This is an optimization exercise on Yosys and OpenROAD, whose aim is small area, a short achievable clock period and few clock cycles per item, not a production implementation. In this exercise RTL edits were held to simulation tests only and were not proved equivalent to the original. Power and IR drop assume default switching activity.

==> flow/design.v, too long to show whole: its modules and the start of the top module <==
// module pixconv: 4175 lines
// module pixconv_fa: 10 lines
// module pixconv_bs0: 10 lines
// module pixconv_bs1: 10 lines
module pixconv (
    input  wire        clk,
    input  wire        rst,
    input  wire        cfg_we,
    input  wire [3:0]  cfg_addr,
    input  wire [25:0] cfg_wdata,
    input  wire        in_valid,
    output wire        in_ready,
    input  wire        in_sof,
    input  wire        in_eol,
    input  wire [11:0] in_c0,
    input  wire [11:0] in_c1,
    input  wire [11:0] in_c2,
    output reg         out_valid,
    output reg  [11:0] out_c0,
    output reg  [11:0] out_c1,
    output reg  [11:0] out_c2,
    output wire [31:0] sig
);
  // ...
==> flow/flow/run.sh <==
#!/bin/bash
# The standard layout (the standard.sh: ORFS synthesis to final layout,
# unchanged), with one change: the port buffers that ORFS's buffer_ports
# inserts on every input and output are sky130_fd_sc_hd__buf_4 instead of
# the slow delay buffer it picks by default.  The make output goes to
# flow_own.log in the work folder; ORFS keeps each step's log under orfs/logs.
set -euo pipefail
W=$(pwd)
cp config.mk config_own.mk
echo 'export BUFFER_PORTS_ARGS = -buffer_cell sky130_fd_sc_hd__buf_4' >> config_own.mk
sed "s#DESIGN_CONFIG=[^ ]*#DESIGN_CONFIG=$W/config_own.mk#" standard.sh > standard_own.sh
grep -q "DESIGN_CONFIG=$W/config_own.mk" standard_own.sh
bash standard_own.sh > flow_own.log 2>&1
==> flow/standard.sh <==
#!/bin/bash
# synth_recipe.tcl (not shown) runs the flow's synth.tcl, then flattens the netlist and writes it again
# the make line also repeats each setting of config.mk as NAME=value (left out here)
make -C /OpenROAD-flow-scripts/flow DESIGN_CONFIG=/design/flow/config.mk WORK_HOME=/design/flow/orfs CLKGATE_MAP_FILE= SYNTH_SCRIPT=/design/flow/synth_recipe.tcl "${@:-finish}"
==> flow/config.mk <==
export PLATFORM = sky130hd
export DESIGN_NAME = pixconv
export DESIGN_NICKNAME = pixconv
export VERILOG_FILES = /design/flow/design.v
export SDC_FILE = /design/flow/constraint.sdc
export NUM_CORES = 4
export LEC_CHECK = 0
export CAP_MARGIN = 50
export CORE_MARGIN = 2
export CORE_UTILIZATION = 65
export PLACE_DENSITY = 0.7
export SLEW_MARGIN = 70
export SYNTH_HIERARCHICAL = 1
export SYNTH_MINIMUM_KEEP_SIZE = 0
==> flow/constraint.sdc <==
create_clock -name core_clock -period 18.0 [get_ports {clk}]
set_input_delay 3.6000 -clock core_clock [delete_from_list [all_inputs] [get_ports {clk}]]
set_output_delay 3.6000 -clock core_clock [all_outputs]
set_load 0.01 [all_outputs]
==> impl_metrics.toml, run 1 <==
[die]
coreArea_sq_um = 121400
die_h_um = 353.0
initial_core_util = 0.6522

[setup_path]
reg2reg_slack_ns = 13.12
cp.required_ns = 18.61
endpoint_kind = "register"
crit_buf_inv = 2
cp-start-kind = "register"
cp.depth = 10
crit_top_cell = "fa_1"
r2r_start = "s0_c1[9]"
reg2reg_to = "s1_t0[62]"
reg2reg_depth = 10

[cells_and_area]
nNetsFinal = 9818
non_clock_inverter_count = 442
fin_cells = 9402
clkbuf_count = 122
multi_input_area_sq_um = 61420

[clock_tree]
path_clk_slew_ns = 0.07
clock-root-buffer = "clkbuf_16"
clock_path_buffers = 3

[power]
leakagePower_nw = 24.22
p_seq_mw = 2.13
switching_share = 0.4272
pg_clk_mw = 1.87

[sta]
post-route-period-util = 0.2714
slew_violations = 0
hold_violations = 0
clock_skew_ns = 0.03679
setup_tns_ns = 0

[flow_run]
maxCapViolCount = 0

[synth]
synth_top_area_share = 0.4703
ys_seq_area_frac = 0.1891
syn_nets = 10000

[outcome]
status = "no timing/DRC/antenna violations"

[placed_design]
place_inst = 9230
hpwlAfterDp_um = 204100
place.gp.congestion = 1.009

[drt]
finalWirelength_um = 277700

[grt]
use_met3 = 0.1393
Testbench counts, summed over its fixed seeds: cycles 10,155, items 10,123.
==> inputs of run 2 (changes only) <==
--- a/flow/design.v
+++ b/flow/design.v
@@ -4123,3 +4123,4 @@
     end
-    reg [31:0] crc;
+    reg  [31:0] sig_r;
+    wire [31:0] crc = ~sig_r;
     wire [47:0] cd = {4'd0, r2, 4'd0, r1, 4'd0, r0};
@@ -4158,3 +4159,2 @@
     assign crc_next[31] = (s2_sof ? 1'b1 : (crc[0] ^ crc[1] ^ crc[2] ^ crc[4] ^ crc[5] ^ crc[10] ^ crc[11] ^ crc[12] ^ crc[16] ^ crc[17] ^ crc[19] ^ crc[20] ^ crc[21] ^ crc[22] ^ crc[24] ^ crc[26] ^ crc[29] ^ crc[30] ^ crc[31])) ^ cd[0] ^ cd[1] ^ cd[2] ^ cd[4] ^ cd[5] ^ cd[10] ^ cd[11] ^ cd[16] ^ cd[17] ^ cd[19] ^ cd[20] ^ cd[21] ^ cd[22] ^ cd[24] ^ cd[26] ^ cd[35] ^ cd[38] ^ cd[39] ^ cd[40] ^ cd[41] ^ cd[42] ^ cd[43];
-    reg [31:0] sig_r;
     always @(posedge clk) begin
@@ -4162,3 +4162,3 @@
             out_valid <= 1'b0;
-            crc       <= 32'hFFFFFFFF;
+            sig_r     <= 32'h00000000;
         end else begin
@@ -4166,5 +4166,4 @@
             if (s2_valid)
-                crc <= crc_next;
+                sig_r <= ~crc_next;
         end
-        sig_r  <= ~crc_next;
         out_c0 <= r0;
--- a/flow/config.mk
+++ b/flow/config.mk
@@ -9,4 +9,4 @@
 export CORE_MARGIN = 2
-export CORE_UTILIZATION = 65
-export PLACE_DENSITY = 0.7
+export CORE_UTILIZATION = 55
+export PLACE_DENSITY = 0.65
 export SLEW_MARGIN = 70
==> impl_metrics.toml, run 2 <==
[sta]
clock_skew_ns = 0.05954
timing.hold.ws_ns = 0.3283
max_freq_mhz = 195.6
finalWorstSetupSlack_ns = 12.89
relSlewSlack = 0.6559
setup-violations-final = 0
post-route-period-util = 0.2841
slew_violations = 0
hold_violations = 0
setup_tns_ns = 0
layout_min_cycle_time_ns = 5.113
rsz0062_at_grt = "false"
worst_pin_slew_ns = 0.5162

[synth]
synth_top_family_by_area = "adder cells"
yosysTopAreaCell = "fa_1"
yosys_warnings = 7
synth_edf_count = 0
synthAdderAreaFrac = 0.4985
netlist_instances = 7926
synth.area.top_cells = "fa_1 (47%), dfxtp_1 (18%), nand2_1 (11%)"
synth_compound_area_frac = 0.05165
synth_flop_cell = "dfxtp_1"
ys_types = 99
ys_seq_area_frac = 0.1806
synth_top_area_share = 0.4692
synth-seq-cells = 716
async_flop_share = 0
syn_area_sq_um = 79360
syn_avg_cell_area_sq_um = 10.01
synth_commonest_cells = "nand2_1 (2349), fa_1 (1860), dfxtp_1 (716), clkbuf_1 (496), xnor2_1 (450)"
yosysMostFrequentCell = "nand2_1"
syn_nets = 10040
synth_xor_area_frac = 0.06425
synth.area.mux_share = 0.007678
synthSimpleGateAreaFrac = 0.1489

[power]
ir_worst_vdd_v = 0.0001332
p_switching_mw = 3.414
p_comb_frac = 0.527
switching_share = 0.4297
powerDensity_nw_per_um2 = 91.19
seqPwrFrac = 0.246
power.total_mw = 7.945
leakagePower_nw = 24.22
clockPowerShare = 0.227
intPower_mw = 4.531

[grt]
grt_pass1_vias = 64330
antenna_found_initial = 10
grt_remaining_overflow = 0
grt.total_usage = 0.3908
grt_start_max_net_pins = 52
grt_pass1_wl_um = 416900

[drt]
vias = 60140
finalWirelength_um = 283900
antenna_left = 0
drtPass1Iterations = 9
viasPerCell = 6.191
remaining_drc_errors = 0
first_iter_violations = 7441
wl_per_cell_um = 29.23

[clock_tree]
clock_latency_ns = 0.72
clock-root-buffer = "clkbuf_16"
cts_buffers = 83
cts-htree-levels = 3
path_clk_slew_ns = 0.06
clock_path_buffers = 3
cts_hold_buf = 0
cts-resized-gates = 0
postCtsSetupRepairBufs = 0
cts_tree = "yes"
clock-sinks = 716

[die]
row_count = 139
coreArea_sq_um = 143500
initial_core_util = 0.5531
num_io_pins = 142
die_area_sq_um = 147300
die_h_um = 383.9
fp.dieW_um = 383.9

[setup_path]
cp.depth = 1
cp.required_ns = 14.40
cp.arrival_ns = 1.51
crit_chain = "buf_4"
critPathTopFamily = "flip-flops"
endpoint_kind = "output port"
crit_slowest_cell = "dfxtp_1"
cp-start-kind = "register"
crit_fanout = 5
reg2reg_depth = 11
critPathKind = "register to output port"
critPathMaxStageDelay_ns = 0.59
reg2reg_slack_ns = 13.11
crit_buf_inv = 1

[placed_design]
hpwlAfterDp_um = 211300
io_buffers = 140
place_worst_setup_slack_ns = 12.77
place_inst = 9543
place.gp.congestion = 0.9917
placed_area_sq_um = 83730

[flow_run]
maxCapViolCount = 0

[cells_and_area]
mostFrequentLayoutCells = "nand2_1 (2338), fa_1 (1860), dfxtp_1 (477)"
reg_top3 = "s1_t0 (91), s1_t1 (91), s1_t2 (91)"
drive_above_1_share = 0.1140
fin_cells = 9713
nNetsFinal = 9856
final_area_sq_um = 87130
fin_util = 0.6073
syn_to_final_growth_pct = 9.792
final_common_cell = "nand2_1"

[worst_hold_path]
hold_depth = 0
hold_path.class = "register to register"

[outcome]
status = "no timing/DRC/antenna violations"
## run 2: cell count changes after synthesis, sizes merged, moves of 15 or more
cell    delta
dfxtp     -32
clkbuf    -25
buf       +34
xor2      -19
or2       -30
xnor2     -15
a21oi     -43
a211oi    +19
## run 2: worst paths after layout
path,from,to
worst max-delay path,sig_r[7],sig[7]
worst min-delay path,s1_sof,s2_sof
worst min register to register,s1_sof,s2_sof
worst max register to register,s0_c0[4],s1_t1[59]
## run 2: final cells by class
cell class                 count  area, sq um
clock buffer                 108         2315
inverter                     443         1668
timing repair buffer         289         3038
clock inverter                47        580.6
antenna                        2        5.005
multi-input combinational   6205        62350
tap                         1903         2381
sequential                   716        14800
fill                       11830        56350
## run 2: cells by family (layout without fill, tap and decap cells)
group	Yosys count	after routing
compound gates	651	651
fa+ha+maj	2046	2046
mux	51	51
buf+inv	1005	887
simple gates	2886	2886
flops	716	716
xor+xnor	570	570
other cells	1	3
## run 2: per-layer routing
| layer | vias up | wire (um) | global-route usage |
|---|---|---|---|
| met2 | 4481 | 122900 | 0.5731 |
| met1 | 30640 | 102800 | 0.5057 |
| met4 | 18 | 19450 | 0.2183 |
| li1 | 23920 | - | - |
| met5 | - | 322 | 0 |
| met3 | 1076 | 38450 | 0.1391 |
## run 2: Yosys stat by module, one instance, submodules excluded
module      cell area [sq um]  copies in the design
pixconv                 42190                     1
pixconv_fa              20.02                  1857
## run 2: power by group through the flow
| stage | combinational (mW) | clock [mW] | sequential [mW] |
|---|---|---|---|
| final | 4.19 | 1.80 | 1.95 |
| after global routing | 4.45 | 1.89 | 1.96 |
| after CTS | 4.07 | 1.82 | 1.95 |
| after detailed placement | 4.05 | 0 | 1.98 |
| after global placement | 3.78 | 0 | 1.98 |
| after floorplan | 2.73 | 0 | 1.85 |
Testbench counts of run 2, summed over its fixed seeds: cycles 10,155, items 10,123.

==> static timing again, ports no longer ideal <==
The flow's constraints put no driver on any port. The routed layouts listed below were extracted and timed again, unchanged, in two steps.
Step 1 assumes that a clkbuf_16 drives the clock port and a buf_2 every other input.
Step 2 times the ports against the registers' clock, not the clock port: input delays grow and output delays shrink by t, the midpoint of the rising clock arrivals with the driver on.
a / b / c = ideal / step 1 / step 2; a / b = the first two.
run | shift t [ns] | setup WS [ns] | worst data-port slew with drivers (ns)
run 1 | 0.793 | 13.116 / 13.116 / 12.629 | 0.16
run 2 | 0.782 | 12.887 / 12.798 / 12.473 | 0.21
After both steps every run listed still meets setup and hold. The setup slack of run 1, which loses most, moves by 0.000 ns with the drivers and by -0.487 ns with both steps.
